What follows belongs to an exercise in optimizing a design on an open flow for small area, a short achievable clock period and few clock cycles per item; a production flow would make more cautious choices.
Function was checked by simulation only, so behaviour that the tests miss may differ from the original.

== run 5 ==
==> flow/design.v (excerpt) <==
module tot_mulr (
    input  wire         clk,
    input  wire         rst,
    input  wire         start,
    input  wire [127:0] opd,
    input  wire [63:0]  opf,
    input  wire [5:0]   mexp,
    input  wire [1:0]   rmode,
    output reg          busy,
    output reg          done,
    output reg          refused,
    output reg  [3:0]   cause,
    output reg  [127:0] res
);
    integer i;
    genvar  g;
    reg [123:0] a;         
    reg [63:0]  f;         
    reg [123:0] acc;       
    reg [3:0]   sgn;       
    reg [1:0]   rnd;
    reg [5:0]   cnt;       
    reg         sticky;    
    reg         alost;     
    reg         ovf;
    reg         rdef;      
    reg         rtie;      
    reg         idle;      
    reg bad;
    always @* begin
        bad = (sgn[3:1] != 3'b110);
        for (i = 0; i < 31; i = i + 1)
            if (a[4*i+3] & (a[4*i+2] | a[4*i+1])) bad = 1'b1;
        for (i = 0; i < 16; i = i + 1)
            if (f[4*i+3] & (f[4*i+2] | f[4*i+1])) bad = 1'b1;
    end
    wire [3:0] d     = f[3:0];
    reg        pre;        
  ...
Size: roughly 5300 cells after synthesis, roughly 470 flip-flops, about 40000 µm² of cells after synthesis.
==> flow/config.mk <==
export PLATFORM = sky130hd
export DESIGN_NAME = tot_mulr
export DESIGN_NICKNAME = tot_mulr
export VERILOG_FILES = /design/flow/design.v
export SDC_FILE = /design/flow/constraint.sdc
export NUM_CORES = 4
export LEC_CHECK = 0
export CAP_MARGIN = 20
export CORE_MARGIN = 2
export CORE_UTILIZATION = 40
export CTS_CLUSTER_DIAMETER = 100
export CTS_CLUSTER_SIZE = 20
export SLEW_MARGIN = 20
==> flow/constraint.sdc <==
create_clock -name core_clock -period 90.0 [get_ports {clk}]
set_input_delay 18.0000 -clock core_clock [delete_from_list [all_inputs] [get_ports {clk}]]
set_output_delay 18.0000 -clock core_clock [all_outputs]
set_load 0.01 [all_outputs]
standard.sh (not shown) runs the stock make flow with config.mk's settings and CLKGATE_MAP_FILE= SYNTH_SCRIPT=/design/flow/synth_recipe.tcl, a recipe that flattens the netlist after the stock synthesis.
==> flow/flow/run.sh <==
#!/bin/bash
# Own flow: the standard layout (standard.sh) with two changes:
#  - synthesis: Yosys's extract_fa/adder-cell mapping is skipped and ABC maps
#    for area (two rounds of choice computation and mapping with area
#    recovery); the synth wrapper (-nofsm -noshare, flatten, renames) is the
#    standard one;
#  - port buffers: every input and output still gets a buffer, but a buf_1
#    instead of the flow's default clkdlybuf4s50_1 delay cell.
# Floorplan, placement, CTS, routing and the constraints are the standard ones.
set -euo pipefail
W=$(pwd)
SCR="$FLOW_HOME/scripts"

# synthesis script: ORFS's synth.tcl without the adder step, area-oriented abc
python3 - "$SCR/synth.tcl" "$W/synth_custom.tcl" > "$W/flow_prep.log" 2>&1 <<'PY'
import sys
s = open(sys.argv[1]).read()
a = s.index("# Technology mapping of adders")
b = s.index("# Technology mapping of latches")
s = s[:a] + s[b:]
old = "  log_cmd abc {*}$abc_args"
assert old in s
script = ("+strash;&get,-n;&fraig,-x;&put;scorr;dc2;dretime;strash;&get,-n;&dch,-f;"
          "&nf,-R,300;&put;strash;&get,-n;&dch,-f;&nf,-R,300;&put")
s = s.replace(old, '  log_cmd abc -script {%s} {*}$lib_args {*}$lib_dont_use_args' % script)
open(sys.argv[2], "w").write(s)
PY

# the standard wrapper, sourcing the script above
sed "s#source \$::env(SCRIPTS_DIR)/synth.tcl#source $W/synth_custom.tcl#" \
    "$W/synth_recipe.tcl" > "$W/custom_synth.tcl"
grep -q "synth_custom.tcl" "$W/custom_synth.tcl"

# standard.sh with the synthesis script swapped and the port buffer cell set
sed -e "s#SYNTH_SCRIPT=[^ ]*#SYNTH_SCRIPT=$W/custom_synth.tcl#" \
    -e "s#CLKGATE_MAP_FILE= #CLKGATE_MAP_FILE= 'BUFFER_PORTS_ARGS=-buffer_cell sky130_fd_sc_hd__buf_1' #" \
    "$W/standard.sh" > "$W/custom_standard.sh"
grep -q "custom_synth.tcl" "$W/custom_standard.sh"
grep -q "BUFFER_PORTS_ARGS" "$W/custom_standard.sh"

bash "$W/custom_standard.sh" > "$W/flow_make.log" 2>&1
test -f "$W/out/final.def"
Testbench counts of run 5, summed over its fixed seeds: cycles 38,874, items 3,200.
Edits applied to the flow inputs when going from run 5 to run 2:
-- flow/design.v --
<<< run 5, line 26
    reg         rdef;      
    reg         rtie;      
    reg         idle;      
    reg bad;
    always @* begin
>>> run 2, line 26
    reg         rdef;      
    reg         rtie;      
    reg bad;
    always @* begin
<<< run 5, line 212
    reg [5:0] cnt_nx;
    always @* begin
        if (idle)       cnt_nx = mexp;
        else if (pre4)  cnt_nx = cnt - 6'd4;
        else if (pre)   cnt_nx = cnt - 6'd1;
>>> run 2, line 211
    reg [5:0] cnt_nx;
    always @* begin
        if (!busy)      cnt_nx = mexp;
        else if (pre4)  cnt_nx = cnt - 6'd4;
        else if (pre)   cnt_nx = cnt - 6'd1;
<<< run 5, line 228
        intg      <= (cnt_nx == 6'd0);
        last_frac <= (cnt_nx == 6'b111111);
        if (idle) begin
            a      <= opd[127:4];
            f      <= opf;
>>> run 2, line 227
        intg      <= (cnt_nx == 6'd0);
        last_frac <= (cnt_nx == 6'b111111);
        if (!busy) begin
            a      <= opd[127:4];
            f      <= opf;
<<< run 5, line 272
        if (rst) begin
            busy <= 1'b0;
            idle <= 1'b1;
            done <= 1'b0;
            res  <= 128'h0000_0000_0000_0000_0000_0000_0000_000C;
        end else begin
            done <= 1'b0;
            if (idle) begin
                if (start) begin
                    busy <= 1'b1;
                    idle <= 1'b0;
                end
            end else if (bad) begin
                busy    <= 1'b0;
                idle    <= 1'b1;
                done    <= 1'b1;
                refused <= 1'b1;
>>> run 2, line 271
        if (rst) begin
            busy <= 1'b0;
            done <= 1'b0;
            res  <= 128'h0000_0000_0000_0000_0000_0000_0000_000C;
        end else begin
            done <= 1'b0;
            if (!busy) begin
                if (start)
                    busy <= 1'b1;
            end else if (bad) begin
                busy    <= 1'b0;
                done    <= 1'b1;
                refused <= 1'b1;
<<< run 5, line 290
            end else if (last) begin
                busy    <= 1'b0;
                idle    <= 1'b1;
                done    <= 1'b1;
                refused <= ovf_fin;
>>> run 2, line 285
            end else if (last) begin
                busy    <= 1'b0;
                done    <= 1'b1;
                refused <= ovf_fin;
Results
Run 2 has minimum clock period above what run 5 had. Fmax | run 2 vs run 5 | run 2 slower. Compared run 2 vs run 5, and transition time of the tightest slew-check pin is down in run 2. The global routing usage on met3 of run 2 falls short of that of run 5 by 0.38 points. The detailed-route wire length in run 2 was higher than what run 5 gave. The setup slack of run 2 is smaller than that of run 5. Synthesized cell count, run 5 and run 2, lower one = run 5.
Testbench counts of run 2, summed over its fixed seeds: cycles 38,874, items 3,200.

* * *

## alpha
Another version of the RTL of tot_mulr (not shown whole).
Size in the first run: about 5,600 cells after synthesis, roughly 470 flip-flops, roughly 42,000 µm² of cells after synthesis.
==> flow/config.mk <==
export PLATFORM = sky130hd
export DESIGN_NAME = tot_mulr
export DESIGN_NICKNAME = tot_mulr
export VERILOG_FILES = /design/flow/design.v
export SDC_FILE = /design/flow/constraint.sdc
export NUM_CORES = 4
export LEC_CHECK = 0
export CAP_MARGIN = 20
export CORE_MARGIN = 2
export CORE_UTILIZATION = 40
export SLEW_MARGIN = 20
==> flow/constraint.sdc <==
create_clock -name core_clock -period 90.0 [get_ports {clk}]
set_input_delay 18.0000 -clock core_clock [delete_from_list [all_inputs] [get_ports {clk}]]
set_output_delay 18.0000 -clock core_clock [all_outputs]
set_load 0.01 [all_outputs]
Scripts as last shown in full above: flow/flow/run.sh
Testbench counts of alpha, summed over its fixed seeds: cycles 38,874, items 3,200.
Modified inputs, beta compared to alpha
--- a/flow/design.v
+++ b/flow/design.v
@@ -44,18 +44,17 @@
     reg        last_frac;  
     wire       f_end = (f[63:4] == 60'd0);
     wire       d_z   = (d == 4'd0);
     wire       frac4 = frac_m4 && f_end && d_z;       
     wire       last  = (intg || (last_frac && d_z)) && f_end;
     wire       dz = pre;                       
-    wire       x1 = !dz && (d == 4'd3);
-    wire       x4 = !dz && (d == 4'd8);
-    wire       x5 = !dz && (d >= 4'd5) && (d != 4'd8);
-    wire       y1 = !dz && ((d == 4'd1) || (d == 4'd6));
-    wire       y2 = !dz && ((d == 4'd2) || (d == 4'd3) || (d == 4'd7));
-    wire       y4 = !dz && ((d == 4'd4) || (d >= 4'd8));
+    wire       x5  = !dz && (d >= 4'd3) && (d <= 4'd7);
+    wire       x10 = !dz && (d >= 4'd8);
+    wire       y1  = !dz && ((d == 4'd1) || (d == 4'd4) || (d == 4'd6) || (d == 4'd9));
+    wire       y2  = !dz && ((d == 4'd2) || (d == 4'd3) || (d == 4'd7) || (d == 4'd8));
+    wire       yn  = !dz && ((d == 4'd3) || (d == 4'd4) || (d >= 4'd8));
     function [2:0] mod5(input [3:0] v);
         case (v)
             4'd5: mod5 = 3'd0;
             4'd6: mod5 = 3'd1;
             4'd7: mod5 = 3'd2;
             4'd8: mod5 = 3'd3;
@@ -109,13 +108,12 @@
     function [5:0] split10(input [4:0] v);       
         split10 = (v >= 5'd20) ? {2'd2, v[3:0] - 4'd4} :
                   (v >= 5'd10) ? {2'd1, v[3:0] - 4'd10} : {2'd0, v[3:0]};
     endfunction
     wire [3:0]  ad [0:33];    
     wire [3:0]  a2 [0:31];
-    wire [3:0]  a4 [0:31];
     wire [1:0]  zc [0:31];    
     wire [4:0]  y  [0:31];    
     wire [31:0] gg;           
     wire [31:0] pp;           
     generate
         for (g = 0; g < 34; g = g + 1) begin : dig_a
@@ -126,21 +124,21 @@
         end
         for (g = 0; g < 32; g = g + 1) begin : mul
             wire [3:0] a5;
             wire [4:0] t;
             wire [5:0] cs;
             assign a2[g] = {mod5(ad[g+2]), ge5(ad[g+1])};
-            if (g == 0)
-                assign a4[g] = {mod5(a2[g]), 1'b0};
-            else
-                assign a4[g] = {mod5(a2[g]), ge5(a2[g-1])};
             assign a5 = five(ad[g+2][0], ad[g+1]);
-            wire [3:0] xd = ({4{x1}} & ad[g+2]) | ({4{x4}} & a4[g]) | ({4{x5}} & a5);
-            wire [3:0] yd = ({4{y1}} & ad[g+2]) | ({4{y2}} & a2[g]) | ({4{y4}} & a4[g]);
+            wire [3:0] xd = ({4{x5}} & a5) | ({4{x10}} & ad[g+1]);
+            wire [3:0] ym = ({4{y1}} & ad[g+2]) | ({4{y2}} & a2[g]);
+            wire [3:0] yd = yn ? {~(ym[3] | ym[2] | ym[1]), ym[2] ^ ym[1], ym[1], ~ym[0]} : ym;
             wire [3:0] cd = (g < 31) ? acc[4*g +: 4] : 4'd0;
-            assign t  = {1'b0, cd} + {1'b0, xd} + {1'b0, yd};
+            if (g == 0)
+                assign t = {1'b0, cd} + {1'b0, xd} + {1'b0, yd} + {4'd0, yn};
+            else
+                assign t = {1'b0, cd} + {1'b0, xd} + {1'b0, yd};
             assign cs = split10(t);
             assign zc[g] = cs[5:4];
             if (g == 0)
                 assign y[g] = {1'b0, cs[3:0]};
             else
                 assign y[g] = {1'b0, cs[3:0]} + {3'd0, zc[g-1]};
@@ -205,13 +203,13 @@
     wire        st4   = sticky | (acc[11:0] != 12'd0);
     wire        r_def4 = rmode_up(rnd, rdig4, st4, 1'b0);
     wire        r_tie4 = (rnd == 2'd0) && (rdig4 == 4'd5) && !st4;
     wire [123:0] acc_in  = frac4 ? {16'd0, acc[123:16]} :
                            frac  ? sum[127:4] : sum[123:0];
     wire         ovf_now = frac ? cc[32]
-                                : (cc[32] | (sum[127:124] != 4'd0) | (alost & !d_z));
+                                : ((cc[32] & !yn) | (sum[127:124] != 4'd0) | (alost & !d_z));
     wire         ovf_fin = ovf | ovf_now;
     wire         zero    = (acc_in == 124'd0);
     reg [5:0] cnt_nx;
     always @* begin
         if (idle)       cnt_nx = mexp;
         else if (pre4)  cnt_nx = cnt - 6'd4;
Notes after the runs:
Instance count along the most critical hold path in beta vs alpha: down 1
Every run (beta and alpha) finished clean.
Comparing beta and alpha, the lower non-clock buffer count in the final layout is on beta.
For alpha, the most common cell after layout, fill and taps aside was sky130_fd_sc_hd__nor2_1, unlike beta, where it was sky130_fd_sc_hd__nand2_1.
Of beta and alpha, alpha shows the higher final hold slack, with beta below it.
Looking at beta and alpha, the final period utilization is a wash.
beta vs alpha: stage delay of the slowest cell on the critical path up in beta
beta vs alpha — total of fill cells in the finished design dropped by a few percent
Compared with alpha, in beta slew at the pin closest to its max-slew limit went up by 0.18 ns, total global-route track usage -2.1 points.
Taking alpha as 1.0, beta lands at 0.892 on wire length.
For final cell count, dividing the value from alpha by the value from beta gives 1.07.
Testbench counts of beta, summed over its fixed seeds: cycles 38,874, items 3,200.

-- re-timing with driven ports --
The results above use ideal ports. As a check the final layouts listed here were re-extracted and re-timed, cells and wires unchanged. Step 1 assumes that a clkbuf_16 drives the clock port and a buf_2 every other input. Step 2 moves the port delays by t, midway between the first and last clock arrival at a register: inputs arrive t later, outputs are due t later. That takes back most of the time a late clock gives input paths. Slacks: no drivers / after step 1 / after step 2; pairs: no drivers / after step 1.
run | shift t [ns] | setup slack, ns | clock arrival spread, ns | worst register clock-pin slew, ns
run 5 | 0.693 | 70.721 / 70.647 / 70.107 | 0.052 / 0.051 | 0.10 / 0.10
run 2 | 0.714 | 70.539 / 70.463 / 70.250 | 0.041 / 0.041 | 0.09 / 0.09
alpha | 0.752 | 70.747 / 70.671 / 70.410 | 0.051 / 0.051 | 0.07 / 0.07
beta | 0.740 | 70.675 / 70.602 / 70.080 | 0.048 / 0.048 | 0.07 / 0.07
After both steps setup and hold are still met in every run listed. The setup slack of run 5, which loses most, moves by -0.074 ns with the drivers and by -0.614 ns with both steps.
